Background: an optimization exercise with open tools, aiming at small area, a short achievable clock period and few clock cycles. Do not read the settings as production practice. Function was not checked in any run shown here: the RTL went through the layout flow alone.

==> flow/design.v, too long to show whole: its modules and the start of the top module <==
// module cle_xu: 356 lines
// module cle_xu_add: 51 lines
// module cle_xu_booth: 1666 lines
module cle_xu (
    input  wire        clk,
    input  wire        rst,           
    input  wire        in_valid,
    output reg         in_ready,
    input  wire [5:0]  in_op,
    input  wire [2:0]  in_sub,
    input  wire [4:0]  in_qs,         
    input  wire [31:0] in_a,
    input  wire [31:0] in_b,
    input  wire [31:0] in_c,
    output reg         out_valid,
    output reg  [31:0] out_result,
    output reg  [3:0]  out_flags,     
    output reg         out_pred
);
  // ...
==> flow/flow/run.sh <==
#!/bin/bash
set -uo pipefail
export SETUP_SLACK_MARGIN=25
export BUFFER_PORTS_ARGS="-buffer_cell sky130_fd_sc_hd__buf_2"
bash standard.sh > standard_flow.log 2>&1
==> flow/standard.sh <==
#!/bin/bash
# synth_recipe.tcl (not shown) runs the flow's synth.tcl, then flattens the netlist and writes it again
# the make line also repeats each setting of config.mk as NAME=value (left out here)
make -C /OpenROAD-flow-scripts/flow DESIGN_CONFIG=/design/flow/config.mk WORK_HOME=/design/flow/orfs CLKGATE_MAP_FILE= SYNTH_SCRIPT=/design/flow/synth_recipe.tcl "${@:-finish}"
==> flow/config.mk <==
export PLATFORM = sky130hd
export DESIGN_NAME = cle_xu
export DESIGN_NICKNAME = cle_xu
export VERILOG_FILES = /design/flow/design.v
export SDC_FILE = /design/flow/constraint.sdc
export NUM_CORES = 4
export LEC_CHECK = 0
export ABC_AREA = 1
export CAP_MARGIN = 30
export CORE_MARGIN = 2
export CORE_UTILIZATION = 50
export SLEW_MARGIN = 30
==> flow/constraint.sdc <==
create_clock -name core_clock -period 32.0 [get_ports {clk}]
set_input_delay 6.4000 -clock core_clock [delete_from_list [all_inputs] [get_ports {clk}]]
set_output_delay 6.4000 -clock core_clock [all_outputs]
set_load 0.01 [all_outputs]
==> results.yml, run 1 <==
outcome:
  status: "timing/DRC/antenna clean"
place:
  dpl_cell_area_mm2: 0.08931
  port_buffers: 151
synthesis:
  synth_compound_area_share_pct: 16.46
  synthTopCellsByCount: "nand2_1, inv_1, o21ai_0"
  synthAdderAreaFrac_pct: 24.86
die:
  die_w_um: 420.0
  taps: 2310
sta:
  period_needed_ns: 7.693
  skew_ns: 0.06807
  finalWorstSetupSlack_ns: 24.31
detailed_routing:
  dr_total_vias: 84407
  wl_per_cell_um: 28.08
cells_and_area:
  layout_commonest_cell: "nand2_1"
  diodes: 6
  nFlopsAndLatches: 839
  seq_area_mm2: 0.02095
  n_fill_cell: 15943
  regMostFlops: "acc"
  postLayoutCellArea_mm2: 0.1003
critical_path:
  end_kind: "primary output"
  cp.arrival_ns: 1.29
global_routing:
  grt_pass1_vias: 81678
clock_network:
  htreeDepth: 3
job:
  max-cap-violations: 0
==> run 2, diff against run 1 <==
==> flow/flow/run.sh (replaced) <==
#!/bin/bash
set -uo pipefail
export SETUP_SLACK_MARGIN=24.4
export BUFFER_PORTS_ARGS="-buffer_cell sky130_fd_sc_hd__buf_2"
bash standard.sh > standard_flow.log 2>&1
==> run 2 against run 1 <==
  * Synthesized cell count did not move
  * Clock-buffer cell count unchanged
  * Non-clock buffer count down 47
  * Clock skew up 0.046 ns
  * Global-route usage shrank 0.32 points
  * Maximum frequency fell by 2.0%
  * Sequential share of layout area grew 0.37 points
  * Worst setup slack worse by 0.15 ns
  * Design area down 1.9%
  * Sequential cell count unchanged
  * Highest routed layer unchanged
==> results.yml, run 2 <==
outcome:
  status: "timing/DRC/antenna clean"
sta:
  setup_viol: 0
  hold_violations: 0
  skew_ns: 0.1139
  period_needed_ns: 7.847
  max-slew-margin-rel_pct: 32.30
  finalSetupTns_ns: 0
  fin_crit_sh_pct: 24.52
  holdWs_ns: 0.3165
  maxSlewViolCount: 0
  finalWorstSetupSlack_ns: 24.15
  rsz0062_at_grt: "yes"
  timing.fmax_ghz: 0.1274
  worst_pin_slew_ns: 1.015
cells_and_area:
  num-nets-final: 12517
  top_regs: "acc: 288 flops, opnd2: 74 flops, x3: 72 flops"
  layout_commonest_cell: "nand2_1"
  drive_gt1_share_pct: 11.60
  n_fill_cell: 16001
  largest_register_ffs: 288
  syn2layout_area_growth_pct: 13.66
  mostFrequentLayoutCells: "nand2_1, inv_1, o21ai_0"
  regMostFlops: "acc"
  postLayoutCellArea_mm2: 0.09835
global_routing:
  grt_usage_pct: 41.72
  grt_overflow: 0
  grt_pass1_vias: 80371
  grt_pass1_wl_um: 539800
  grt_max_degree: 109
  antenna_found_initial: 16
detailed_routing:
  ant_nets: 0
  drc: 0
  drtPass1Iterations: 9
  met2_length_um: 162200
  wl_per_cell_um: 28.13
  route.met3.wl_um: 40910
  drt_iter0_markers: 10277
  wl_um: 378400
  avgViaCountPerCell: 6.235
  maxUsedRoutingLayer: "met5"
  dr_total_vias: 83883
  wl_met1_um: 141900
worst_hold_path:
  hold_path_depth: 0
  hp-class: "reg2reg"
critical_path:
  crit_top_cell: "fa_2"
  startpoint_type: "register"
  cp_max_fo: 5
  critPathBufInv: 9
  max_stage_delay_ns: 0.58
  crit_cells: 34
  cp_top_family: "adder cells"
  cp.required_ns: 32.68
  worstRegToRegCells: 34
  cp_slowest_cell: "fa_2"
  cp.arrival_ns: 8.53
  end_kind: "register"
  crit_type: "reg2reg"
synthesis:
  synth-seq-cells: 839
  synthTopCellsByArea: "fa_1, edfxtp_1, ha_1, dfxtp_1, nand2_1"
  syn_inst: 11030
  async_reset_ff_share_pct: 0
  synth-edff-count: 402
  ys_seq_area_share_pct: 24.06
  yosysWarnings: 7
  synth_most_common_cell: "nand2_1"
  synthTopCellsByCount: "nand2_1, inv_1, o21ai_0"
  synthDominantCellAreaShare_pct: 14.23
  synth_area_mm2: 0.08653
  synth_cell_types: 73
  yosys.area.top_type: "fa_1"
  synthFlopType: "dfxtp_1"
  avgSynthCellArea_um2: 7.845
place:
  gp_congestion: 1.015
  dpl_cell_area_mm2: 0.08926
  post-dp-hpwl_um: 260400
  pre_cts_ws_ns: 22.58
  port_buffers: 151
clock_network:
  cts_sinks: 839
  clk_latency_ns: 0.84
  root_buffer: "clkbuf_16"
  tritoncts: "built"
  htreeDepth: 3
  cts_max_path_buffers: 3
  numCtsBuffers: 99
  clkTransAtPathRegs_ns: 0.07
  hold_buffers: 0
die:
  pin_count: 152
  core_area_mm2: 0.1717
  die_w_um: 420.0
  start_util_pct: 50.39
  num_rows: 152
  die_y_um: 420.0
  die-area_mm2: 0.1764
job:
  max-cap-violations: 0
==> run 2: cell counts after synthesis <==
Identical to the previous run, type by type.
==> run 2: cells by family after synthesis <==
group	share of synthesized area [%]
flops	24.06
compound gates	16.46
mux	0.3774
fa+ha+maj	24.86
xor+xnor	8.350
buf+inv	8.859
simple gates	17.04
==> run 2: what timing repair did <==
action / CTS / global route
endpoints found under the hold margin: 0 / 0
setup endpoints to repair: 384 / 348
pin swaps: 72 / 140
cloned: 34 / 8
buffers inserted: 136 / 63
gates resized for setup: 452 / 313
==> run 2: final cells by class <==
class                      instances  area, um^2  area share [%]
antenna                            5       12.51         0.01272
clock buffer                     129        2763           2.809
clock inverter                    57       615.6          0.6259
inverter                        1318        5179           5.265
multi-input combinational       8196       59830           60.83
sequential                       839       20910           21.25
tap                             2310        2890           2.939
timing repair buffer             600        6162           6.265
==> run 2: final timing paths <==
check	endpoint	from	slack, ns
worst max-delay path	s1[54]	b0[12]	24.15
worst min-delay path	pred3	pred2	0.32
worst max register to register	s1[54]	b0[12]	24.15
worst min register to register	pred3	pred2	0.32
==> run 2: metal layers <==
layer	GRT usage, %	vias up
li1	-	36987
met1	51.70	39980
met2	63.72	5287
met3	10.29	1623
met4	29.09	6
met5	0	-
==> run 2: per-stage QoR <==
step	utilization, %	std cells
after floorplan	-	11030
after global placement	51.95	13020
after detailed placement	51.98	13021
after CTS	56.14	13377
after global routing	57.27	13450
final	57.27	13454
==> module cle_xu, before the edit <==
module cle_xu (
    input  wire        clk,
    input  wire        rst,           
    input  wire        in_valid,
    output reg         in_ready,
    input  wire [5:0]  in_op,
    input  wire [2:0]  in_sub,
    input  wire [4:0]  in_qs,         
    input  wire [31:0] in_a,
    input  wire [31:0] in_b,
    input  wire [31:0] in_c,
    output reg         out_valid,
    output reg  [31:0] out_result,
    output reg  [3:0]  out_flags,     
    output reg         out_pred
);
    localparam OP_ADD   = 6'h01, OP_SUB  = 6'h02, OP_MUL   = 6'h03, OP_MAC  = 6'h04,
               OP_MSU   = 6'h05, OP_ACCR = 6'h06, OP_ACCW  = 6'h07, OP_MIN  = 6'h08,
               OP_MAX   = 6'h09, OP_ABS  = 6'h0A, OP_NEG   = 6'h0B, OP_SHV  = 6'h0C,
               OP_AND   = 6'h0D, OP_OR   = 6'h0E, OP_XOR   = 6'h0F, OP_CMP  = 6'h10,
               OP_CLAMP = 6'h12, OP_RATE = 6'h13, OP_DIV   = 6'h14, OP_MOV  = 6'h17;
    localparam [3:0] DIV_ITERS = 4'd8;    
    genvar g;
    reg        v0;
    reg [5:0]  op0;
    reg [2:0]  sub0;
    reg [4:0]  qs0;
    reg [31:0] a0, b0, c0;
    wire accept = in_valid & in_ready;
    reg  rst_q;               
    always @(posedge clk) begin
        rst_q <= rst;
        op0  <= in_op;
        sub0 <= in_sub;
        qs0  <= in_qs;
        a0   <= in_a;
        b0   <= in_b;
        c0   <= in_c;
        v0   <= accept & ~rst;
    end
    wire o_add  = op0 == OP_ADD,  o_sub  = op0 == OP_SUB,  o_mul  = op0 == OP_MUL;
    wire o_mac  = op0 == OP_MAC,  o_msu  = op0 == OP_MSU,  o_accr = op0 == OP_ACCR;
    wire o_accw = op0 == OP_ACCW, o_abs  = op0 == OP_ABS,  o_neg  = op0 == OP_NEG;
    wire o_shv  = op0 == OP_SHV,  o_cmp  = op0 == OP_CMP,  o_clmp = op0 == OP_CLAMP;
    wire o_rate = op0 == OP_RATE, o_div  = op0 == OP_DIV,  o_mov  = op0 == OP_MOV;
    wire mulop = o_mul | o_mac | o_msu;
    wire [63:0] pp_s, pp_c, prod;
    cle_xu_booth u_mul (.a(a0), .b(b0), .s(pp_s), .c(pp_c));
    cle_xu_add #(64) u_cpa (.a(pp_s), .b(pp_c), .cin(1'b0), .s(prod), .cout());
    wire        negA  = o_neg | ((o_abs | o_div) & a0[31]);
    wire [32:0] ax    = {a0[31], a0};
    wire [32:0] bx    = {b0[31], b0};
    wire [32:0] cx33  = {c0[31], c0};
    wire [32:0] rl33  = b0[31] ? 33'd0 : {1'b0, b0};           
    wire [32:0] add_x = negA ? 33'd0 : o_rate ? cx33 : ax;
    wire [32:0] add_y = o_add ? bx : o_sub ? ~bx : negA ? ~ax : o_rate ? rl33 : 33'd0;
    wire [32:0] add_s;
    cle_xu_add #(33) u_adds (.a(add_x), .b(add_y), .cin(o_sub | negA), .s(add_s), .cout());
    wire [33:0] cx    = {{2{c0[31]}}, c0};
    wire [33:0] rl    = b0[31] ? 34'd0 : {2'b00, b0};
    wire [33:0] c_pl = {add_s[32], add_s};                   
    wire [33:0] c_mi;
    cle_xu_add #(34) u_cmi (.a(cx), .b(~rl), .cin(1'b1), .s(c_mi), .cout());
    wire [33:0] hi    = o_rate ? c_pl : cx;
    wire [33:0] lo    = o_rate ? c_mi : {{2{b0[31]}}, b0};
    wire [34:0] a35   = {{3{a0[31]}}, a0};
    wire [34:0] d_hi, d_lo;     
    cle_xu_add #(35) u_dhi (.a({hi[33], hi}), .b(~a35), .cin(1'b1), .s(d_hi), .cout());
    cle_xu_add #(35) u_dlo (.a(a35), .b(~{lo[33], lo}), .cin(1'b1), .s(d_lo), .cout());
    wire        gt_hi = d_hi[34];
    wire        lt_lo = d_lo[34];
    wire        eq_ab = a0 == b0;
    wire        ult   = lt_lo ^ (a0[31] ^ b0[31]);
    wire [31:0] clamp_v = gt_hi ? hi[31:0] : lt_lo ? lo[31:0] : a0;
    reg cmp_res;
    always @(*) begin
        case (sub0)
            3'd0: cmp_res = eq_ab;
            3'd1: cmp_res = ~eq_ab;
            3'd2: cmp_res = lt_lo;
            3'd3: cmp_res = lt_lo | eq_ab;
            3'd4: cmp_res = ~(lt_lo | eq_ab);
            3'd5: cmp_res = ~lt_lo;
            3'd6: cmp_res = ult;
            default: cmp_res = ~ult;
        endcase
    end
    wire [31:0] b_mag;
    wire [33:0] b_mag3;
    cle_xu_add #(32) u_bmag (.a(b0 ^ {32{b0[31]}}), .b(32'd0), .cin(b0[31]), .s(b_mag), .cout());
    cle_xu_add #(34) u_bm3 (.a({2'b00, b_mag}), .b({1'b0, b_mag, 1'b0}), .cin(1'b0), .s(b_mag3), .cout());
    wire        dz     = b0 == 32'd0;
    wire        dneg   = a0[31] ^ b0[31];
    wire [62:0] dw     = {31'd0, add_s[31:0]} << {~qs0[4], qs0[3:0]};    
    wire [46:0] dv_r0  = dw[62:16];
    wire        dv_gel;
    cle_xu_add #(32) u_dge (.a(dv_r0[31:0]), .b(~b_mag), .cin(1'b1), .s(), .cout(dv_gel));
    wire        dv_ge  = (|dv_r0[46:32]) | dv_gel;
    wire        dv_eq  = dv_r0 == {15'd0, b_mag};
    wire        dv_quick = dz | (dv_ge & ~(dneg & dv_eq));
    wire [32:0] dv_qy  = dz ? ((a0 == 32'd0) ? 33'd0 : a0[31] ? {1'b1, 32'h80000000} : {1'b0, 32'h7FFFFFFF})
                            : (dneg ? {1'b1, 32'h7FFFFFFF} : {1'b0, 32'h80000000});
    reg [32:0] x_small;
    always @(*) begin
        case (op0)
            OP_ADD, OP_SUB, OP_ABS, OP_NEG, OP_SHV, OP_MOV, OP_ACCW: x_small = add_s;
            OP_MIN:   x_small = lt_lo ? ax : bx;
            OP_MAX:   x_small = lt_lo ? bx : ax;
            OP_AND:   x_small = ax & bx;
            OP_OR:    x_small = ax | bx;
            OP_XOR:   x_small = ax ^ bx;
            OP_CLAMP, OP_RATE: x_small = {clamp_v[31], clamp_v};
            OP_DIV:   x_small = dv_qy;
            default:  x_small = 33'd0;
        endcase
    end
    wire [5:0] shv_k = (~b0[31] & (|b0[30:5])) ? 6'd0 :               
                       ( b0[31] & ~(&b0[30:5])) ? 6'd62 :             
                       (b0[31] & (b0[4:0] == 5'd0)) ? 6'd62 :         
                       6'd31 - {b0[5], b0[4:0]};
    wire       qs_op = o_add | o_sub | o_mul | o_accr | o_abs | o_neg | o_mov;
    wire [5:0] k_a   = o_shv ? shv_k : qs_op ? 6'd31 - {qs0[4], qs0} : 6'd31;
    reg [31:0] dv_d;          
    reg [33:0] dv_d3;         
    reg [30:0] dv_r;          
    reg [31:0] dv_q;          
    reg        dv_neg, dv_top, dv_busy;
    reg [3:0]  dv_cnt;
    wire dv_load = v0 & o_div & ~dv_quick;
    wire dv_done = dv_busy & (dv_cnt == 4'd1);    
    function [32:0] dstep;    
        input [30:0] r;
        input [1:0]  bin;
        input [33:0] t1, t2, t3;
        input        g1, g2, g3;
        begin
            if (g3)      dstep = {t3[30:0], 2'd3};
            else if (g2) dstep = {t2[30:0], 2'd2};
            else if (g1) dstep = {t1[30:0], 2'd1};
            else         dstep = {r[28:0], bin, 2'd0};
        end
    endfunction
    wire [33:0] ta = {1'b0, dv_r, dv_q[31:30]};
    wire [33:0] ta1, ta2, ta3, tb1, tb2, tb3;
    wire        ga1, ga2, ga3, gb1, gb2, gb3;
    cle_xu_add #(34) u_da1 (.a(ta), .b(~{2'b00, dv_d}),       .cin(1'b1), .s(ta1), .cout(ga1));
    cle_xu_add #(34) u_da2 (.a(ta), .b(~{1'b0, dv_d, 1'b0}),  .cin(1'b1), .s(ta2), .cout(ga2));
    cle_xu_add #(34) u_da3 (.a(ta), .b(~dv_d3),               .cin(1'b1), .s(ta3), .cout(ga3));
    wire [32:0] st1 = dstep(dv_r, dv_q[31:30], ta1, ta2, ta3, ga1, ga2, ga3);
    wire [33:0] tb = {1'b0, st1[32:2], dv_q[29:28]};
    cle_xu_add #(34) u_db1 (.a(tb), .b(~{2'b00, dv_d}),       .cin(1'b1), .s(tb1), .cout(gb1));
    cle_xu_add #(34) u_db2 (.a(tb), .b(~{1'b0, dv_d, 1'b0}),  .cin(1'b1), .s(tb2), .cout(gb2));
    cle_xu_add #(34) u_db3 (.a(tb), .b(~dv_d3),               .cin(1'b1), .s(tb3), .cout(gb3));
    wire [32:0] st2 = dstep(st1[32:2], dv_q[29:28], tb1, tb2, tb3, gb1, gb2, gb3);
    wire [30:0] dv_ql  = {dv_q[27:0], st1[1:0], st2[1]};
    wire [32:0] dv_y   = dv_neg ? ~{1'b0, dv_top, dv_ql} : {1'b0, dv_top, dv_ql};
    wire        dv_c   = dv_neg ^ (dv_q[0] & ~(dv_neg & (dv_r == 31'd0)));
    always @(posedge clk) begin
        if (rst)
            dv_busy <= 1'b0;
        else if (dv_load)
            dv_busy <= 1'b1;
        else if (dv_done)
            dv_busy <= 1'b0;
        if (v0 & o_div) begin
            dv_d   <= b_mag;
            dv_d3  <= b_mag3;
            dv_cnt <= DIV_ITERS;
            dv_r   <= dv_eq ? 31'd0 : dv_r0[30:0];
            dv_q   <= {dw[15:0], 16'd0};
            dv_neg <= dneg;
            dv_top <= dv_eq;
        end else if (dv_busy) begin
            dv_cnt <= dv_cnt - 4'd1;
            dv_r   <= st2[32:2];
            dv_q   <= {dv_q[27:0], st1[1:0], st2[1:0]};
        end
    end
    reg        v1;
    reg [63:0] s1;
    reg [4:0]  qs1;
    reg [5:0]  k1;
    reg        shen1, issub1, useacc1, wracc1, clr1, accr1, sat_en1;
    reg [1:0]  idx1;
    reg        satf1, pred1, div0f1;
    reg        dvc1;          
    always @(posedge clk) begin
        v1      <= ((v0 & ~dv_load) | dv_done) & ~rst;
        dvc1    <= dv_done;
        s1      <= dv_done ? {dv_y, 31'd0} :
                   mulop   ? prod : {x_small, 31'd0};
        qs1     <= qs0;
        k1      <= dv_done ? 6'd31 : k_a;
        shen1   <= ~dv_done & (o_mac | o_msu | o_accw);
        issub1  <= ~dv_done & o_msu;
        useacc1 <= ~dv_done & (o_mac | o_msu | o_accr);
        wracc1  <= ~dv_done & (o_mac | o_msu | o_accw);
        clr1    <= ~dv_done & o_accr & sub0[2];
        accr1   <= ~dv_done & o_accr;
        sat_en1 <= dv_done | ~(o_mac | o_msu | o_accw);
        idx1    <= sub0[1:0];
        satf1   <= ~dv_done & (o_clmp | o_rate) & sub0[0] & (gt_hi | lt_lo);
        pred1   <= ~dv_done & o_cmp & cmp_res;
        div0f1  <= ~dv_done & o_div & dz;
    end
    wire [63:0] p1 = {s1[63:31], s1[30] | (dvc1 & dv_c), s1[29:0]};
    wire [4:0]  sh5    = shen1 ? {~qs1[4], qs1[3:0]} : 5'd16;
    wire        psg    = p1[63];
    wire [64:0] ws0;
    wire [66:0] ws1;
    wire [70:0] ws2;
    wire [78:0] ws3;
    wire [89:15] w;
    generate
        for (g = 0; g <= 64; g = g + 1) begin : gw0
            if (g == 0)       assign ws0[g] = ~sh5[0] & p1[0];
            else if (g == 64) assign ws0[g] = psg;
            else              assign ws0[g] = sh5[0] ? p1[g - 1] : p1[g];
        end
        for (g = 0; g <= 66; g = g + 1) begin : gw1
            if (g < 2)        assign ws1[g] = ~sh5[1] & ws0[g];
            else if (g > 64)  assign ws1[g] = sh5[1] ? ws0[g - 2] : psg;
            else              assign ws1[g] = sh5[1] ? ws0[g - 2] : ws0[g];
        end
        for (g = 0; g <= 70; g = g + 1) begin : gw2
            if (g < 4)        assign ws2[g] = ~sh5[2] & ws1[g];
            else if (g > 66)  assign ws2[g] = sh5[2] ? ws1[g - 4] : psg;
            else              assign ws2[g] = sh5[2] ? ws1[g - 4] : ws1[g];
        end
        for (g = 0; g <= 78; g = g + 1) begin : gw3
            if (g < 8)        assign ws3[g] = ~sh5[3] & ws2[g];
            else if (g > 70)  assign ws3[g] = sh5[3] ? ws2[g - 8] : psg;
            else              assign ws3[g] = sh5[3] ? ws2[g - 8] : ws2[g];
        end
        for (g = 15; g <= 89; g = g + 1) begin : gw4
            if (g < 16)       assign w[g] = ~sh5[4] & ws3[g];
            else if (g > 78)  assign w[g] = sh5[4] ? ws3[g - 16] : psg;
            else              assign w[g] = sh5[4] ? ws3[g - 16] : ws3[g];
        end
    endgenerate
    wire [4:0]  ptop   = p1[62:58] ^ {5{psg}};
    wire        ok74   = ~((sh5 >= 5'd27 & ptop[4]) | (sh5 >= 5'd28 & ptop[3]) |
                           (sh5 >= 5'd29 & ptop[2]) | (sh5 >= 5'd30 & ptop[1]) |
                           (sh5 == 5'd31 & ptop[0]));
    wire [73:0] addend = ok74 ? w[89:16] : (psg ? {1'b1, 73'd0} : {1'b0, {73{1'b1}}});
    wire        rc     = ok74 & w[15];
    reg        v2;
    reg [73:0] opnd2;
    reg        cin2;
    reg [5:0]  k2;
    reg        useacc2, wracc2, clr2, accr2, sat_en2;
    reg [1:0]  idx2;
    reg        satf2, pred2, div0f2;
    always @(posedge clk) begin
        v2      <= v1 & ~rst;
        opnd2   <= issub1 ? ~addend : addend;
        cin2    <= issub1 ^ rc;
        k2      <= k1;
        useacc2 <= useacc1;
        wracc2  <= wracc1;
        clr2    <= clr1;
        accr2   <= accr1;
        sat_en2 <= sat_en1;
        idx2    <= idx1;
        satf2   <= satf1;
        pred2   <= pred1;
        div0f2  <= div0f1;
    end
    reg [71:0] acc [0:3];
    wire [74:0] acc_in = useacc2 ? {{3{acc[idx2][71]}}, acc[idx2]} : 75'd0;
    wire [74:0] sum;
    cle_xu_add #(75) u_acc (.a(acc_in), .b({opnd2[73], opnd2}), .cin(cin2), .s(sum), .cout());
    wire        clip72 = ~(sum[74:71] == 4'b0000 || sum[74:71] == 4'b1111);
    wire [71:0] sat72  = clip72 ? (sum[74] ? {1'b1, 71'd0} : {1'b0, {71{1'b1}}}) : sum[71:0];
    reg        v3;
    reg [71:0] x3;
    reg [5:0]  k3;
    reg        sat_en3, accr3, satf3, pred3, div0f3, accclip3;
    integer i;
    always @(posedge clk) begin
        if (rst_q) begin
            for (i = 0; i < 4; i = i + 1)
                acc[i] <= 72'd0;
        end else if (v2 & (wracc2 | clr2)) begin
            acc[idx2] <= clr2 ? 72'd0 : sat72;
        end
        v3       <= v2 & ~rst;
        x3       <= sum[71:0];    
        k3       <= k2;
        sat_en3  <= sat_en2;
        accr3    <= accr2;
        satf3    <= satf2;
        pred3    <= pred2;
        div0f3   <= div0f2;
        accclip3 <= wracc2 & clip72;
    end
    wire [72:0] z  = {x3, 1'b0};
    wire        sg = x3[71];
    wire [63:0] l5;
    wire [47:0] l4;
    wire [39:0] l3;
    wire [35:0] l2;
    wire [33:0] l1;
    wire [32:0] l0;
    generate
        for (g = 0; g < 64; g = g + 1) begin : g5
            if (g + 32 <= 72) assign l5[g] = k3[5] ? z[g + 32] : z[g];
            else              assign l5[g] = k3[5] ? sg : z[g];
        end
        for (g = 0; g < 48; g = g + 1) begin : g4
            assign l4[g] = k3[4] ? l5[g + 16] : l5[g];
        end
        for (g = 0; g < 40; g = g + 1) begin : g3
            assign l3[g] = k3[3] ? l4[g + 8] : l4[g];
        end
        for (g = 0; g < 36; g = g + 1) begin : g2
            assign l2[g] = k3[2] ? l3[g + 4] : l3[g];
        end
        for (g = 0; g < 34; g = g + 1) begin : g1
            assign l1[g] = k3[1] ? l2[g + 2] : l2[g];
        end
        for (g = 0; g < 33; g = g + 1) begin : g0
            assign l0[g] = k3[0] ? l1[g + 1] : l1[g];
        end
    endgenerate
    wire [39:0] dif = x3[70:31] ^ {40{sg}};
    wire [39:0] sfx;
    generate
        for (g = 0; g < 40; g = g + 1) begin : gs
            if (g == 39) assign sfx[g] = dif[g];
            else         assign sfx[g] = dif[g] | sfx[g + 1];
        end
    endgenerate
    wire        ovf  = (k3 <= 6'd39) ? sfx[k3] : 1'b0;
    wire        ovf1 = (k3 <= 6'd38) ? sfx[k3 + 6'd1] : 1'b0;
    wire [31:0] yv   = l0[32:1];
    wire        rbit = l0[0];
    wire        rmax = rbit & (yv == 32'h7FFFFFFF);
    wire        clip = sg ? (ovf & ~(rmax & ~ovf1)) : (ovf | rmax);
    wire [31:0] yr;
    cle_xu_add #(32) u_rnd (.a(yv), .b(32'd0), .cin(rbit), .s(yr), .cout());
    wire [31:0] res  = clip ? (sg ? 32'h80000000 : 32'h7FFFFFFF) : yr;
    always @(posedge clk) begin
        out_valid  <= v3 & ~rst;
        out_result <= res;
        out_flags  <= {accclip3 | (accr3 & clip), div0f3, accclip3, satf3 | (sat_en3 & clip)};
        out_pred   <= pred3;
    end
    always @(posedge clk) begin
        if (rst)
            in_ready <= 1'b1;
        else
            in_ready <= ~((accept & (in_op == OP_DIV)) | dv_load |
                          (dv_busy & (dv_cnt >= 4'd3)));
    end
endmodule
==> run 3, diff against run 2 <==
==> flow/design.v (replaced) <==
module cle_xu (
    input  wire        clk,
    input  wire        rst,           
    input  wire        in_valid,
    output wire        in_ready,
    input  wire [5:0]  in_op,
    input  wire [2:0]  in_sub,
    input  wire [4:0]  in_qs,         
    input  wire [31:0] in_a,
    input  wire [31:0] in_b,
    input  wire [31:0] in_c,
    output reg         out_valid,
    output reg  [31:0] out_result,
    output reg  [3:0]  out_flags,     
    output reg         out_pred
);
    localparam OP_ADD   = 6'h01, OP_SUB  = 6'h02, OP_MUL   = 6'h03, OP_MAC  = 6'h04,
               OP_MSU   = 6'h05, OP_ACCR = 6'h06, OP_ACCW  = 6'h07, OP_MIN  = 6'h08,
               OP_MAX   = 6'h09, OP_ABS  = 6'h0A, OP_NEG   = 6'h0B, OP_SHV  = 6'h0C,
               OP_AND   = 6'h0D, OP_OR   = 6'h0E, OP_XOR   = 6'h0F, OP_CMP  = 6'h10,
               OP_CLAMP = 6'h12, OP_RATE = 6'h13, OP_DIV   = 6'h14, OP_MOV  = 6'h17;
    localparam signed [127:0] MAX32 = 128'sh7FFFFFFF;
    localparam signed [127:0] MIN32 = -128'sh80000000;
    localparam signed [127:0] MAX72 = (128'sd1 <<< 71) - 128'sd1;
    localparam signed [127:0] MIN72 = -(128'sd1 <<< 71);
    reg signed [71:0] acc [0:3];
    reg               busy;           
    reg        [6:0]  div_cnt;
    reg        [79:0] div_quo;        
    reg        [33:0] div_rem;
    reg        [32:0] div_den;        
    reg               div_neg;        
    assign in_ready = !busy;
    wire accept = in_valid && in_ready;
    wire signed [31:0]  a  = in_a;
    wire signed [31:0]  b  = in_b;
    wire signed [31:0]  c  = in_c;
    wire signed [6:0]   qs = {{2{in_qs[4]}}, in_qs};
    wire        [1:0]   k  = in_sub[1:0];
    wire signed [71:0]  acc_k = acc[k];
    wire signed [63:0]  prod = a * b;
    wire signed [6:0]   shv_s = (b > 32'sd31) ? 7'sd31 : (b < -32'sd31) ? -7'sd31 : b[6:0];
    reg signed [127:0] sc_x;
    reg signed [6:0]   sc_sh;
    always @(*) begin
        sc_x  = 128'sd0;
        sc_sh = qs;
        case (in_op)
            OP_ADD:  sc_x = a + b;
            OP_SUB:  sc_x = a - b;
            OP_MUL:  begin sc_x = prod; sc_sh = qs - 7'sd31; end
            OP_MAC,
            OP_MSU:  sc_x = prod;
            OP_ACCR: begin sc_x = acc_k; sc_sh = qs - 7'sd31; end
            OP_ACCW: begin sc_x = a; sc_sh = qs + 7'sd31; end
            OP_ABS:  sc_x = (a < 0) ? -$signed({a[31], a}) : a;
            OP_NEG:  sc_x = -$signed({a[31], a});
            OP_SHV:  begin sc_x = a; sc_sh = shv_s; end
            OP_MOV:  sc_x = a;
            default: ;
        endcase
    end
    wire        [6:0]   sc_k    = -sc_sh;
    wire signed [127:0] sc_half = (128'sd1 <<< sc_k) >>> 1;
    wire signed [127:0] sc_v    = (sc_sh >= 0) ? (sc_x <<< sc_sh)
                                               : ((sc_x + sc_half) >>> sc_k);
    wire signed [127:0] sc_sat32 = (sc_v > MAX32) ? MAX32 : (sc_v < MIN32) ? MIN32 : sc_v;
    wire                sc_clip32 = (sc_sat32 != sc_v);
    wire signed [127:0] acc_sum  = (in_op == OP_MAC) ? acc_k + sc_v :
                                   (in_op == OP_MSU) ? acc_k - sc_v : sc_v;
    wire signed [127:0] acc_sat  = (acc_sum > MAX72) ? MAX72 : (acc_sum < MIN72) ? MIN72 : acc_sum;
    wire                acc_clip = (acc_sat != acc_sum);
    reg cmp_res;
    always @(*) begin
        case (in_sub)
            3'd0: cmp_res = (a == b);
            3'd1: cmp_res = (a != b);
            3'd2: cmp_res = (a <  b);
            3'd3: cmp_res = (a <= b);
            3'd4: cmp_res = (a >  b);
            3'd5: cmp_res = (a >= b);
            3'd6: cmp_res = (in_a <  in_b);
            default: cmp_res = (in_a >= in_b);
        endcase
    end
    wire signed [31:0] clamp_v = (a > c) ? c : (a < b) ? b : a;
    wire signed [32:0] rate_lim = (b < 0) ? 33'sd0 : {b[31], b};
    wire signed [32:0] rate_d   = {a[31], a} - {c[31], c};
    wire signed [32:0] rate_cd  = (rate_d > rate_lim) ? rate_lim :
                                  (rate_d < -rate_lim) ? -rate_lim : rate_d;
    wire signed [33:0] rate_sum = {{2{c[31]}}, c} + {rate_cd[32], rate_cd};
    wire signed [31:0] rate_v   = (rate_sum > 34'sh7FFFFFFF) ? 32'sh7FFFFFFF :
                                  (rate_sum < -34'sh80000000) ? 32'sh80000000 : rate_sum[31:0];
    wire        [6:0]   div_sh   = qs + 7'sd31;
    wire signed [127:0] div_num  = $signed(a) <<< div_sh;
    wire signed [127:0] div_n0   = (b < 0) ? -div_num : div_num;
    wire signed [127:0] div_d0   = (b < 0) ? -$signed({{96{b[31]}}, b}) : b;
    wire signed [127:0] div_n    = 2 * div_n0 + div_d0;
    wire        [127:0] div_mag  = (div_n < 0) ? -div_n : div_n;
    wire [33:0] div_trial = {div_rem[32:0], div_quo[79]};
    wire        div_ge    = (div_trial >= {1'b0, div_den});
    wire [33:0] div_rnext = div_ge ? div_trial - {1'b0, div_den} : div_trial;
    wire [80:0]  q_mag   = {1'b0, div_quo[78:0], div_ge} + {80'd0, div_neg & (div_rnext != 34'd0)};
    wire         q_big   = div_neg ? (q_mag > 81'h80000000) : (q_mag > 81'h7FFFFFFF);
    wire [31:0]  q_val   = q_big ? (div_neg ? 32'h80000000 : 32'h7FFFFFFF)
                                 : (div_neg ? -q_mag[31:0] : q_mag[31:0]);
    integer i;
    always @(posedge clk) begin
        if (rst) begin
            busy       <= 1'b0;
            out_valid  <= 1'b0;
            out_result <= 32'd0;
            out_flags  <= 4'd0;
            out_pred   <= 1'b0;
            div_cnt    <= 7'd0;
            div_quo    <= 80'd0;
            div_rem    <= 34'd0;
            div_den    <= 33'd0;
            div_neg    <= 1'b0;
            for (i = 0; i < 4; i = i + 1)
                acc[i] <= 72'sd0;
        end else if (busy) begin
            div_rem <= div_rnext;
            div_quo <= {div_quo[78:0], div_ge};
            div_cnt <= div_cnt - 7'd1;
            if (div_cnt == 7'd1) begin
                busy       <= 1'b0;
                out_valid  <= 1'b1;
                out_result <= q_val;
                out_flags  <= {3'b000, q_big};
                out_pred   <= 1'b0;
            end
        end else begin
            out_valid <= accept;
            if (accept) begin
                out_result <= 32'd0;
                out_flags  <= 4'd0;
                out_pred   <= 1'b0;
                case (in_op)
                    OP_ADD, OP_SUB, OP_MUL, OP_ABS, OP_NEG, OP_SHV, OP_MOV: begin
                        out_result <= sc_sat32[31:0];
                        out_flags  <= {3'b000, sc_clip32};
                    end
                    OP_MAC, OP_MSU, OP_ACCW: begin
                        acc[k]    <= acc_sat[71:0];
                        out_flags <= {acc_clip, 1'b0, acc_clip, 1'b0};
                    end
                    OP_ACCR: begin
                        out_result <= sc_sat32[31:0];
                        out_flags  <= {sc_clip32, 2'b00, sc_clip32};
                        if (in_sub[2])
                            acc[k] <= 72'sd0;
                    end
                    OP_MIN: out_result <= (a < b) ? a : b;
                    OP_MAX: out_result <= (a > b) ? a : b;
                    OP_AND: out_result <= in_a & in_b;
                    OP_OR:  out_result <= in_a | in_b;
                    OP_XOR: out_result <= in_a ^ in_b;
                    OP_CMP: out_pred   <= cmp_res;
                    OP_CLAMP: begin
                        out_result <= clamp_v;
                        out_flags  <= {3'b000, in_sub[0] && (clamp_v != a)};
                    end
                    OP_RATE: begin
                        out_result <= rate_v;
                        out_flags  <= {3'b000, in_sub[0] && (rate_cd != rate_d)};
                    end
                    OP_DIV: begin
                        if (b == 0) begin
                            out_result <= (a > 0) ? 32'h7FFFFFFF : (a < 0) ? 32'h80000000 : 32'h0;
                            out_flags  <= 4'b0100;
                        end else begin
                            out_valid <= 1'b0;
                            busy      <= 1'b1;
                            div_cnt   <= 7'd80;
                            div_quo   <= div_mag[79:0];
                            div_rem   <= 34'd0;
                            div_den   <= {div_d0[31:0], 1'b0};
                            div_neg   <= div_n < 0;
                        end
                    end
                    default: ;
                endcase
            end
        end
    end
endmodule
==> flow/run.sh (new file) <==
#!/bin/bash
# synth_recipe.tcl (not shown) runs the flow's synth.tcl, then flattens the netlist and writes it again
# the make line also repeats each setting of config.mk as NAME=value (left out here)
make -C /OpenROAD-flow-scripts/flow DESIGN_CONFIG=/design/flow/config.mk WORK_HOME=/design/flow/orfs CLKGATE_MAP_FILE= SYNTH_SCRIPT=/design/flow/synth_recipe.tcl finish
--- a/flow/config.mk
+++ b/flow/config.mk
@@ -5,8 +5,7 @@
 export SDC_FILE = /design/flow/constraint.sdc
 export NUM_CORES = 4
 export LEC_CHECK = 0
-export ABC_AREA = 1
 export CAP_MARGIN = 30
 export CORE_MARGIN = 2
-export CORE_UTILIZATION = 50
+export CORE_UTILIZATION = 30
 export SLEW_MARGIN = 30
removed: flow/flow/run.sh
removed: flow/standard.sh
==> run 3 against run 2 <==
  * Worst setup slack got worse by 24 ns
  * Synthesized cell count increased by 93%
  * Clock-buffer cell count decreased by 60
  * Highest routed layer unchanged
  * Maximum frequency decreased by 75%
==> results.yml, run 3 <==
cells_and_area:
  num-nets-final: 24510
  top_regs: "acc: 288 flops, div_quo: 80 flops, div_rem: 33 flops"
  postLayoutCellArea_mm2: 0.1766
  largest_register_ffs: 288
  mostFrequentLayoutCells: "nor2_1, nand2_1, buf_4"
  layout_commonest_cell: "nor2_1"
  n_fill_cell: 54688
  regMostFlops: "acc"
  syn2layout_area_growth_pct: 15.87
  drive_gt1_share_pct: 13.45
detailed_routing:
  drc: 0
  wl_um: 1112000
  wl_per_cell_um: 38.17
  ant_nets: 0
  avgViaCountPerCell: 6.551
  drt_iter0_markers: 29060
  drtPass1Iterations: 9
  dr_total_vias: 190824
place:
  gp_congestion: 1.119
  port_buffers: 151
  dpl_cell_area_mm2: 0.1743
  post-dp-hpwl_um: 910000
global_routing:
  grt_pass1_wl_um: 1497000
  grt_use_met1_pct: 54.78
  grt_max_degree: 154
  grt_usage_pct: 41.55
  grt-busiest-layer: "met2"
  grt_pass1_vias: 176382
  grt_use_met3_pct: 15.91
  met2_usage_pct: 57.59
  grt_overflow: 0
  antenna_found_initial: 177
synthesis:
  async_reset_ff_share_pct: 0
  synth_cell_types: 130
  syn_inst: 21305
  synthDominantCellAreaShare_pct: 14.33
  synth_most_common_cell: "nor2_1"
  yosysWarnings: 1
  synthTopCellsByArea: "fa_1, ha_1, nor2_1, edfxtp_1, nand2_1"
  synth-seq-cells: 480
  synthFlopType: "edfxtp_1"
  synthTopCellsByCount: "nor2_1, nand2_1, inv_1"
  avgSynthCellArea_um2: 7.152
  synth-edff-count: 288
  yosys.area.top_type: "fa_1"
  ys_seq_area_share_pct: 8.198
  synth_area_mm2: 0.1524
critical_path:
  startpoint_type: "input port"
  end_kind: "register"
  worstSetupStartpoint: "in_b[12]"
  cp_slowest_cell: "nor3_1"
  r2r_setup_slack_ns: 14.00
  max_stage_delay_ns: 0.95
  cp-endpoint: "out_flags[3]"
  cp.arrival_ns: 32.25
  cp_max_fo: 15
  worstRegToRegCells: 49
  crit_cells: 67
  crit_type: "in2reg"
  r2r_end: "out_flags[3]"
  cp.required_ns: 32.63
  cp_top_family: "compound AO/OA/AOI/OAI gates"
  critPathBufInv: 16
  r2r_start: "acc[3][41]"
clock_network:
  hold_buffers: 0
  htreeDepth: 2
  clk_latency_ns: 0.76
  cts_max_path_buffers: 3
  cts_sinks: 480
  cts_setup_buffers: 0
  clkTransAtPathRegs_ns: 0.05
  cts-resized-gates: 0
  root_buffer: "clkbuf_16"
  numCtsBuffers: 54
  tritoncts: "built"
sta:
  maxSlewViolCount: 0
  period_needed_ns: 31.61
  max-slew-margin-rel_pct: 8.873
  worst_pin_slew_ns: 1.353
  rsz0062_at_grt: "no"
  timing.fmax_ghz: 0.03163
  fin_crit_sh_pct: 98.79
  skew_ns: 0.07251
  hold_violations: 0
  finalSetupTns_ns: 0
  setup_viol: 0
outcome:
  status: "timing/DRC/antenna clean"
worst_hold_path:
  hp-class: "reg2reg"
  hold_path.startpoint: "div_den[32]"
die:
  die_w_um: 716.7
  core_area_mm2: 0.5055
  num_rows: 261
  die_y_um: 716.7
  die-area_mm2: 0.5136
  pin_count: 152
  start_util_pct: 30.14
job:
  max-cap-violations: 0
## run 3: cell count changes after synthesis, moves of 311 or more
cell | before | now
a211oi_1 | 20 | 331
a21oi_1 | 488 | 1555
clkbuf_1 | 477 | 1033
fa_1 | 615 | 1091
inv_1 | 1245 | 1698
mux2i_1 | 27 | 388
nor2_1 | 717 | 2623
nor3_1 | 72 | 543
xnor2_1 | 113 | 512
xor2_1 | 712 | 193
## run 3: routing by layer
layer,vias to the layer above,part of all wire (%)
met1,95102,40
li1,78686,-
met4,152,6.8
met2,13879,39
met3,3005,14
met5,-,0.14
## run 3: cell families (layout without fill, tap and decap cells)
kind of cell,count (synthesis),in the layout,synth area share (%)
other,2,220,0.004929
AO/OA/AOI/OAI,6308,6308,27.67
XOR/XNOR,712,712,4.145
buffers and inverters,3229,4129,8.243
AND/OR/NAND/NOR,7842,7842,23.88
flip-flops,480,480,8.198
adder cells (fa/ha/maj),2136,2136,22.91
multiplexers,596,596,4.943
## run 3: cell type report
cell class,count,area (um^2),area share (%)
timing repair buffer,2296,18170,10.29
clock buffer,69,1468,0.8312
tap,6706,8391,4.752
inverter,1731,6523,3.694
antenna,116,290.3,0.1644
clock inverter,33,349.1,0.1977
sequential,480,12500,7.077
multi-input combinational,17698,128900,72.99
## run 3: worst min-delay path by stage
stage | cells past startpoint | to
global placement | 2 | div_den[32]
CTS | 2 | div_den[32]
detailed placement | 2 | div_den[32]
global route | 2 | div_den[28]
floorplan | 2 | div_den[2]
finish | 2 | div_den[32]
## run 3: metrics by stage
stage / std cells / worst slack (ns) / util, % / hold WS [ns]
global route: 29022 / 0.2410 / 34.87 / 0.4867
finish: 29129 / 0.3859 / 34.93 / 0.4589
floorplan: 21407 / 5.398 / - / 0.4363
CTS: 29010 / 1.695 / 34.84 / 0.4618
detailed placement: 28908 / 1.064 / 34.48 / 0.4542
global placement: 28896 / 0.3244 / 34.41 / 0.4452
## run 3: worst register-to-register path, delay by kind of cell, from the launching register on
| family | cells | cell delay, ns |
|---|---|---|
| XOR/XNOR | 1 | 0.24 |
| flip-flops | 1 | 0.36 |
| multiplexers | 1 | 0.59 |
| adder cells (fa/ha/maj) | 2 | 0.94 |
| buffers and inverters | 9 | 1.88 |
| AND/OR/NAND/NOR | 16 | 6.62 |
| AO/OA/AOI/OAI | 20 | 7.23 |
==> run 4, diff against run 3 <==
==> flow/design.v (replaced) <==
module cle_xu (
    input  wire        clk,
    input  wire        rst,           
    input  wire        in_valid,
    output reg         in_ready,
    input  wire [5:0]  in_op,
    input  wire [2:0]  in_sub,
    input  wire [4:0]  in_qs,         
    input  wire [31:0] in_a,
    input  wire [31:0] in_b,
    input  wire [31:0] in_c,
    output reg         out_valid,
    output reg  [31:0] out_result,
    output reg  [3:0]  out_flags,     
    output reg         out_pred
);
    localparam OP_ADD   = 6'h01, OP_SUB  = 6'h02, OP_MUL   = 6'h03, OP_MAC  = 6'h04,
               OP_MSU   = 6'h05, OP_ACCR = 6'h06, OP_ACCW  = 6'h07, OP_MIN  = 6'h08,
               OP_MAX   = 6'h09, OP_ABS  = 6'h0A, OP_NEG   = 6'h0B, OP_SHV  = 6'h0C,
               OP_AND   = 6'h0D, OP_OR   = 6'h0E, OP_XOR   = 6'h0F, OP_CMP  = 6'h10,
               OP_CLAMP = 6'h12, OP_RATE = 6'h13, OP_DIV   = 6'h14, OP_MOV  = 6'h17;
    localparam DIV_ITERS = 4'd8;      
    reg        v0;
    reg [5:0]  op0;
    reg [2:0]  sub0;
    reg [4:0]  qs0;
    reg [31:0] a0, b0, c0;
    wire accept = in_valid & in_ready;
    always @(posedge clk) begin
        op0  <= in_op;
        sub0 <= in_sub;
        qs0  <= in_qs;
        a0   <= in_a;
        b0   <= in_b;
        c0   <= in_c;
        v0   <= accept & ~rst;
    end
    wire o_add  = op0 == OP_ADD,  o_sub  = op0 == OP_SUB,  o_mul  = op0 == OP_MUL;
    wire o_mac  = op0 == OP_MAC,  o_msu  = op0 == OP_MSU,  o_accr = op0 == OP_ACCR;
    wire o_accw = op0 == OP_ACCW, o_min  = op0 == OP_MIN,  o_max  = op0 == OP_MAX;
    wire o_abs  = op0 == OP_ABS,  o_neg  = op0 == OP_NEG,  o_shv  = op0 == OP_SHV;
    wire o_and  = op0 == OP_AND,  o_or   = op0 == OP_OR,   o_xor  = op0 == OP_XOR;
    wire o_cmp  = op0 == OP_CMP,  o_clmp = op0 == OP_CLAMP, o_rate = op0 == OP_RATE;
    wire o_div  = op0 == OP_DIV,  o_mov  = op0 == OP_MOV;
    wire mulop = o_mul | o_mac | o_msu | o_accw;
    wire [31:0]        mb   = o_accw ? 32'h80000000 : b0;
    wire signed [63:0] prod = $signed(a0) * $signed(mb);
    wire a_neg = a0[31];
    wire negA  = o_neg | ((o_abs | o_div) & a_neg);
    wire [32:0] ax   = {a0[31], a0};
    wire [32:0] bx   = {b0[31], b0};
    wire [32:0] add_x = negA ? 33'd0 : ax;
    wire [32:0] add_y = o_add ? bx : o_sub ? ~bx : negA ? ~ax : 33'd0;
    wire [32:0] add_s = add_x + add_y + {32'd0, o_sub | negA};
    wire [33:0] cx   = {{2{c0[31]}}, c0};
    wire [33:0] rl   = b0[31] ? 34'd0 : {2'b00, b0};
    wire [33:0] hi   = o_rate ? cx + rl : cx;
    wire [33:0] lo   = o_rate ? cx - rl : {{2{b0[31]}}, b0};
    wire [33:0] a34  = {{2{a0[31]}}, a0};
    wire        gt_hi = $signed(a34) > $signed(hi);
    wire        lt_lo = $signed(a34) < $signed(lo);
    wire        eq_ab = a0 == b0;
    wire        ult   = lt_lo ^ (a0[31] ^ b0[31]);
    wire [31:0] clamp_v = gt_hi ? hi[31:0] : lt_lo ? lo[31:0] : a0;
    reg cmp_res;
    always @(*) begin
        case (sub0)
            3'd0: cmp_res = eq_ab;
            3'd1: cmp_res = ~eq_ab;
            3'd2: cmp_res = lt_lo;
            3'd3: cmp_res = lt_lo | eq_ab;
            3'd4: cmp_res = ~(lt_lo | eq_ab);
            3'd5: cmp_res = ~lt_lo;
            3'd6: cmp_res = ult;
            default: cmp_res = ~ult;
        endcase
    end
    reg [32:0] x_small;
    always @(*) begin
        case (op0)
            OP_ADD, OP_SUB, OP_ABS, OP_NEG, OP_SHV, OP_MOV, OP_DIV: x_small = add_s;
            OP_MIN:   x_small = lt_lo ? ax : bx;
            OP_MAX:   x_small = lt_lo ? bx : ax;
            OP_AND:   x_small = ax & bx;
            OP_OR:    x_small = ax | bx;
            OP_XOR:   x_small = ax ^ bx;
            OP_CLAMP, OP_RATE: x_small = {clamp_v[31], clamp_v};
            default:  x_small = 33'd0;
        endcase
    end
    wire [5:0] shv_k = (~b0[31] & (|b0[30:5])) ? 6'd0 :               
                       ( b0[31] & ~(&b0[30:5])) ? 6'd62 :             
                       (b0[31] & (b0[4:0] == 5'd0)) ? 6'd62 :         
                       6'd31 - {b0[5], b0[4:0]};
    wire       qs_op = o_add | o_sub | o_mul | o_accr | o_abs | o_neg | o_mov;
    wire [5:0] k_a   = o_shv ? shv_k : qs_op ? 6'd31 - {qs0[4], qs0} : 6'd31;
    wire [31:0] b_mag = b0[31] ? -b0 : b0;
    reg        v1;
    reg [63:0] p1;
    reg [4:0]  qs1;
    reg [5:0]  k1;
    reg        shen1, issub1, useacc1, wracc1, clr1, accr1, div1, sat_en1;
    reg [1:0]  idx1;
    reg        satf1, pred1, div0f1, dneg1, azero1, aneg1;
    reg [31:0] dv_d;          
    reg [30:0] dv_r;          
    reg [31:0] dv_q;          
    reg        dv_neg, dv_top, dv_busy;
    reg [3:0]  dv_cnt;
    wire dv_done = dv_busy & (dv_cnt == 4'd0);
    always @(posedge clk) begin
        v1      <= v0 & ~rst;
        p1      <= mulop ? prod : {x_small, 31'd0};
        qs1     <= qs0;
        k1      <= k_a;
        shen1   <= o_mac | o_msu | o_accw | o_div;
        issub1  <= o_msu | o_accw;
        useacc1 <= o_mac | o_msu | o_accr;
        wracc1  <= o_mac | o_msu | o_accw;
        clr1    <= o_accr & sub0[2];
        accr1   <= o_accr;
        div1    <= o_div;
        sat_en1 <= ~(o_mac | o_msu | o_accw);
        idx1    <= sub0[1:0];
        satf1   <= (o_clmp | o_rate) & sub0[0] & (gt_hi | lt_lo);
        pred1   <= o_cmp & cmp_res;
        div0f1  <= o_div & (b0 == 32'd0);
        dneg1   <= a0[31] ^ b0[31];
        azero1  <= a0 == 32'd0;
        aneg1   <= a0[31];
        if (v0 & o_div)
            dv_d <= b_mag;
    end
    reg signed [71:0] acc [0:3];
    wire [4:0]  sh5  = shen1 ? {~qs1[4], qs1[3:0]} : 5'd16;
    wire [94:0] w    = {{31{p1[63]}}, p1} << sh5;
    wire        ok74 = (w[94:89] == {6{w[88]}});
    wire [73:0] addend = ok74 ? w[89:16] : (w[94] ? {1'b1, 73'd0} : {1'b0, {73{1'b1}}});
    wire        rc     = ok74 & w[15];
    wire [74:0] acc_in = useacc1 ? {{3{acc[idx1][71]}}, acc[idx1]} : 75'd0;
    wire [74:0] opnd   = issub1 ? ~{addend[73], addend} : {addend[73], addend};
    wire [74:0] sum    = acc_in + opnd + {74'd0, issub1 ^ rc};
    wire        clip72 = ~(sum[74:71] == 4'b0000 || sum[74:71] == 4'b1111);
    wire [71:0] sat72  = clip72 ? (sum[74] ? {1'b1, 71'd0} : {1'b0, {71{1'b1}}}) : sum[71:0];
    wire [42:0] dv_r0  = addend[73:31];
    wire        dv_ge  = dv_r0 >= {11'd0, dv_d};
    wire        dv_eq  = dv_r0 == {11'd0, dv_d};
    wire        dz     = dv_d == 32'd0;
    wire        dv_quick = dz | (dv_ge & ~(dneg1 & dv_eq));
    wire        dv_load  = v1 & div1 & ~dv_quick;
    wire [32:0] qk_y = dz ? (azero1 ? 33'd0 : aneg1 ? {1'b1, 32'h80000000} : {1'b0, 32'h7FFFFFFF})
                          : (dneg1 ? {1'b1, 32'h7FFFFFFF} : {1'b0, 32'h80000000});
    function [31:0] dstep;    
        input [30:0] r;
        input        bin;
        input [31:0] d;
        reg   [31:0] t;
        reg          ge;
        begin
            t  = {r, bin};
            ge = t >= d;
            dstep = {ge ? t[30:0] - d[30:0] : t[30:0], ge};
        end
    endfunction
    wire [31:0] st1 = dstep(dv_r,       dv_q[31], dv_d);
    wire [31:0] st2 = dstep(st1[31:1],  dv_q[30], dv_d);
    wire [31:0] st3 = dstep(st2[31:1],  dv_q[29], dv_d);
    wire [31:0] st4 = dstep(st3[31:1],  dv_q[28], dv_d);
    wire        dv_inc = dv_q[0] & ~(dv_neg & (dv_r == 31'd0));
    wire [32:0] dv_y   = dv_neg ? ~{1'b0, dv_top, dv_q[31:1]} : {1'b0, dv_top, dv_q[31:1]};
    wire        dv_c   = dv_neg ^ dv_inc;
    wire [32:0] fy = dv_done ? dv_y : qk_y;
    wire        fc = dv_done & dv_c;
    reg        v3;
    reg [71:0] x3;
    reg [5:0]  k3;
    reg        sat_en3, accr3, satf3, pred3, div0f3, accclip3;
    integer i;
    always @(posedge clk) begin
        if (rst) begin
            for (i = 0; i < 4; i = i + 1)
                acc[i] <= 72'd0;
        end else if (v1 & (wracc1 | clr1)) begin
            acc[idx1] <= clr1 ? 72'd0 : sat72;
        end
        if (rst) begin
            dv_busy <= 1'b0;
        end else if (dv_load) begin
            dv_busy <= 1'b1;
        end else if (dv_done) begin
            dv_busy <= 1'b0;
        end
        if (dv_load) begin
            dv_cnt <= DIV_ITERS;
            dv_r   <= dv_eq ? 31'd0 : dv_r0[30:0];
            dv_q   <= {addend[30:0], 1'b0};
            dv_neg <= dneg1;
            dv_top <= dv_eq;
        end else if (dv_busy & (dv_cnt != 4'd0)) begin
            dv_cnt <= dv_cnt - 4'd1;
            dv_r   <= st4[31:1];
            dv_q   <= {dv_q[27:0], st1[0], st2[0], st3[0], st4[0]};
        end
        v3       <= ((v1 & ~dv_load) | dv_done) & ~rst;
        x3       <= (dv_done | (v1 & div1)) ? {{8{fy[32]}}, fy, fc, 30'd0} : sat72;
        k3       <= dv_done ? 6'd31 : k1;
        sat_en3  <= dv_done | sat_en1;
        accr3    <= ~dv_done & accr1;
        satf3    <= ~dv_done & satf1;
        pred3    <= ~dv_done & pred1;
        div0f3   <= ~dv_done & div1 & dz;
        accclip3 <= ~dv_done & wracc1 & clip72;
    end
    wire [72:0] z  = {x3, 1'b0};
    wire        sg = x3[71];
    wire [63:0] l5;
    wire [47:0] l4;
    wire [39:0] l3;
    wire [35:0] l2;
    wire [33:0] l1;
    wire [32:0] l0;
    genvar g;
    generate
        for (g = 0; g < 64; g = g + 1) begin : g5
            assign l5[g] = k3[5] ? ((g + 32 <= 72) ? z[(g + 32 <= 72) ? g + 32 : 0] : sg) : z[g];
        end
        for (g = 0; g < 48; g = g + 1) begin : g4
            assign l4[g] = k3[4] ? l5[g + 16] : l5[g];
        end
        for (g = 0; g < 40; g = g + 1) begin : g3
            assign l3[g] = k3[3] ? l4[g + 8] : l4[g];
        end
        for (g = 0; g < 36; g = g + 1) begin : g2
            assign l2[g] = k3[2] ? l3[g + 4] : l3[g];
        end
        for (g = 0; g < 34; g = g + 1) begin : g1
            assign l1[g] = k3[1] ? l2[g + 2] : l2[g];
        end
        for (g = 0; g < 33; g = g + 1) begin : g0
            assign l0[g] = k3[0] ? l1[g + 1] : l1[g];
        end
    endgenerate
    wire [39:0] dif = x3[70:31] ^ {40{sg}};
    wire [39:0] sfx;
    generate
        for (g = 0; g < 40; g = g + 1) begin : gs
            if (g == 39) assign sfx[g] = dif[g];
            else         assign sfx[g] = dif[g] | sfx[g + 1];
        end
    endgenerate
    wire        ovf   = (k3 <= 6'd39) ? sfx[k3] : 1'b0;
    wire [31:0] yv    = l0[32:1];
    wire        rbit  = l0[0];
    wire        clip  = ovf | (rbit & (yv == 32'h7FFFFFFF));
    wire [31:0] res   = clip ? (sg ? 32'h80000000 : 32'h7FFFFFFF) : yv + {31'd0, rbit};
    always @(posedge clk) begin
        out_valid  <= v3 & ~rst;
        out_result <= res;
        out_flags  <= {accclip3 | (accr3 & clip), div0f3, accclip3, satf3 | (sat_en3 & clip)};
        out_pred   <= pred3;
    end
    always @(posedge clk) begin
        if (rst)
            in_ready <= 1'b1;
        else
            in_ready <= ~((accept & (in_op == OP_DIV)) | (v0 & o_div) | dv_load |
                          (dv_busy & (dv_cnt >= 4'd3)));
    end
endmodule
==> run 4 against run 3 <==
  * Global-route usage down 21 points
  * Sequential share of layout area up 10 points
  * Design area down 40%
  * Synthesized cell count down 48%
  * Critical path depth down 20
  * Clock-buffer cell count up 55
  * Wire length down 69%
==> results.yml, run 4 <==
outcome:
  status: "timing/DRC/antenna clean"
synthesis:
  synthDominantCellAreaShare_pct: 22.45
  async_reset_ff_share_pct: 0
  yosys.area.top_type: "fa_1"
  synthTopCellsByCount: "inv_1, nand2_1, fa_1"
  yosysWarnings: 1
  synth_cell_types: 111
  synth-edff-count: 384
  syn_inst: 10996
  synth_area_mm2: 0.09745
  synthTopCellsByArea: "fa_1, edfxtp_1, ha_1, dfxtp_1, inv_1"
  ys_seq_area_share_pct: 18.65
  synthFlopType: "edfxtp_1"
  synth_most_common_cell: "inv_1"
  avgSynthCellArea_um2: 8.862
  synth-seq-cells: 716
sta:
  timing.fmax_ghz: 0.07068
  fin_crit_sh_pct: 44.21
  maxSlewViolCount: 0
  finalSetupTns_ns: 0
  hold_violations: 0
  holdWs_ns: 0.3275
  period_needed_ns: 14.15
  rsz0062_at_grt: "no"
  worst_pin_slew_ns: 1.085
  setup_viol: 0
  skew_ns: 0.09307
  max-slew-margin-rel_pct: 27.20
die:
  pin_count: 152
  die_y_um: 573.9
  core_area_mm2: 0.3237
  num_rows: 209
  die_w_um: 573.9
  start_util_pct: 30.10
  die-area_mm2: 0.3294
global_routing:
  antenna_found_initial: 16
  grt_overflow: 0
  grt_max_degree: 104
  grt_usage_pct: 20.40
  grt_pass1_wl_um: 517300
  grt_pass1_vias: 81294
cells_and_area:
  largest_register_ffs: 288
  num-nets-final: 12549
  mostFrequentLayoutCells: "inv_1, nand2_1, fa_1"
  regMostFlops: "acc"
  layout_commonest_cell: "inv_1"
  drive_gt1_share_pct: 7.296
  top_regs: "acc: 288 flops, x3: 72 flops, p1: 64 flops"
  syn2layout_area_growth_pct: 9.343
critical_path:
  r2r_end: "dv_r[10]"
  cp_max_fo: 45
  crit_top_cell: "a21oi_1"
  startpoint_type: "register"
  r2r_setup_slack_ns: 17.85
  cp.arrival_ns: 14.55
  cp.required_ns: 32.40
  max_stage_delay_ns: 0.69
  cp_slowest_cell: "a2bb2oi_1"
  r2r_start: "dv_d[23]"
  worstRegToRegCells: 47
  crit_type: "reg2reg"
  end_kind: "register"
clock_network:
  cts_setup_buffers: 0
  numCtsBuffers: 86
  tritoncts: "built"
  hold_buffers: 0
  cts-resized-gates: 0
  cts_max_path_buffers: 3
  clkTransAtPathRegs_ns: 0.06
  cts_sinks: 716
  htreeDepth: 3
  root_buffer: "clkbuf_16"
  clk_latency_ns: 0.74
detailed_routing:
  drt_iter0_markers: 8456
  wl_um: 343700
  drc: 0
  avgViaCountPerCell: 5.411
  ant_nets: 0
  dr_total_vias: 81747
  wl_per_cell_um: 22.75
  drtPass1Iterations: 8
job:
  max-cap-violations: 0
place:
  port_buffers: 151
  post-dp-hpwl_um: 263100
  gp_congestion: 0.9857
worst_hold_path:
  hold_path.startpoint: "pred3"
  hp-class: "reg2reg"
  min_to: "out_pred"
  hold_path_depth: 0
## run 4: cell types whose count changed after synthesis, sizes merged, moves of 231 or more
cell    before   now
o21ai     1185   644
a211oi     332    49
nand3      561   153
a21oi     1556   706
inv       1706  1431
buf        464   150
nand2     2205  1290
clkbuf    1034   574
nand4      374   104
nor3       545   113
nor2      2629   480
o22ai      262    31
ha        1045   644
## run 4: metrics by stage
step                cells  utilization, %  setup WS, ns  area [um^2]
floorplan           10996               -         20.83        97450
global placement    14934           31.95         18.10       103400
detailed placement  14934           31.96         18.11       103500
CTS                 15096           32.88         18.07       106500
global route        15101           32.91         16.90       106500
finish              15108           32.91         17.85       106600
## run 4: logic make-up after synthesis
family                     Yosys count  synth area share (%)
and+or+nand+nor                   2958                 14.34
AOI/OAI and AO/OA                 2332                 14.90
buffers and inverters             2158                 8.574
adders and majority gates         1737                 30.72
DFF                                716                 18.65
muxes                              620                 8.537
xor gates and xnor gates           475                 4.269
## run 4: how the worst max path moves through the flow
stage / startpoint / endpoint / depth (start not counted)
CTS: dv_d[23] / dv_r[10] / 47
global placement: dv_d[23] / dv_r[14] / 46
finish: dv_d[23] / dv_r[10] / 47
detailed placement: dv_d[23] / dv_r[13] / 46
global route: dv_d[23] / dv_r[10] / 47
floorplan: dv_d[1] / dv_r[10] / 51
## run 4: routing by layer
| metal | GRT usage, % | routed length, um |
|---|---|---|
| met4 | 9.441 | 18760 |
| met3 | 3.406 | 29660 |
| met1 | 26.67 | 139000 |
| met2 | 32.86 | 156200 |
| met5 | 0 | 68 |
## run 4: layout make-up
cell class	instances	area [um^2]
fill	33721	217200
tap	4325	5411
clock buffer	124	2524
clock inverter	38	454.2
multi-input combinational	8122	71560
antenna	10	25.02
sequential	716	18250
timing repair buffer	339	2939
inverter	1434	5383
## run 4: worst max-delay path, delay by kind of cell (launching register included)
family,cells,cell delay [ns]
adder cells (fa/ha/maj),4,1.46
buffers and inverters,6,1.81
multiplexers,2,0.33
AO/OA/AOI/OAI,30,8.95
AND/OR/NAND/NOR,5,0.81
flip-flops,1,0.38

port drivers added, routing unchanged:
The flow's constraints put no driver on any port. The routed layouts listed below were extracted and timed again, unchanged, in two steps. Step 1 assumes that a clkbuf_16 drives the clock port and a buf_2 every other input. Step 2 adds t to the input delays and takes it off the output delays; t is the mean of the earliest and latest rising clock arrival at the registers after step 1. Input paths then give back, and output paths get back, about the clock's delay inside the block. Slacks: ideal ports / drivers / drivers and shift; pairs: ideal ports / drivers.
| run | t, ns | slack for setup (ns) | worst setup path at the end | worst slew at a driven data input, ns |
|---|---|---|---|---|
| run 1 | 0.857 | 24.307 / 24.214 / 24.474 | register to register | 0.07 |
| run 2 | 0.882 | 24.153 / 24.153 / 24.153 | register to register | 0.11 |
| run 3 | 0.841 | 0.386 / 0.460 / -0.381 | input to register | 0.25 |
| run 4 | 0.789 | 17.853 / 17.853 / 17.853 | register to register | 0.21 |
Met with ideal ports but missed after step 2: setup timing in run 3. The setup slack of run 3, which loses most, moves by +0.074 ns with the drivers and by -0.767 ns with both steps.
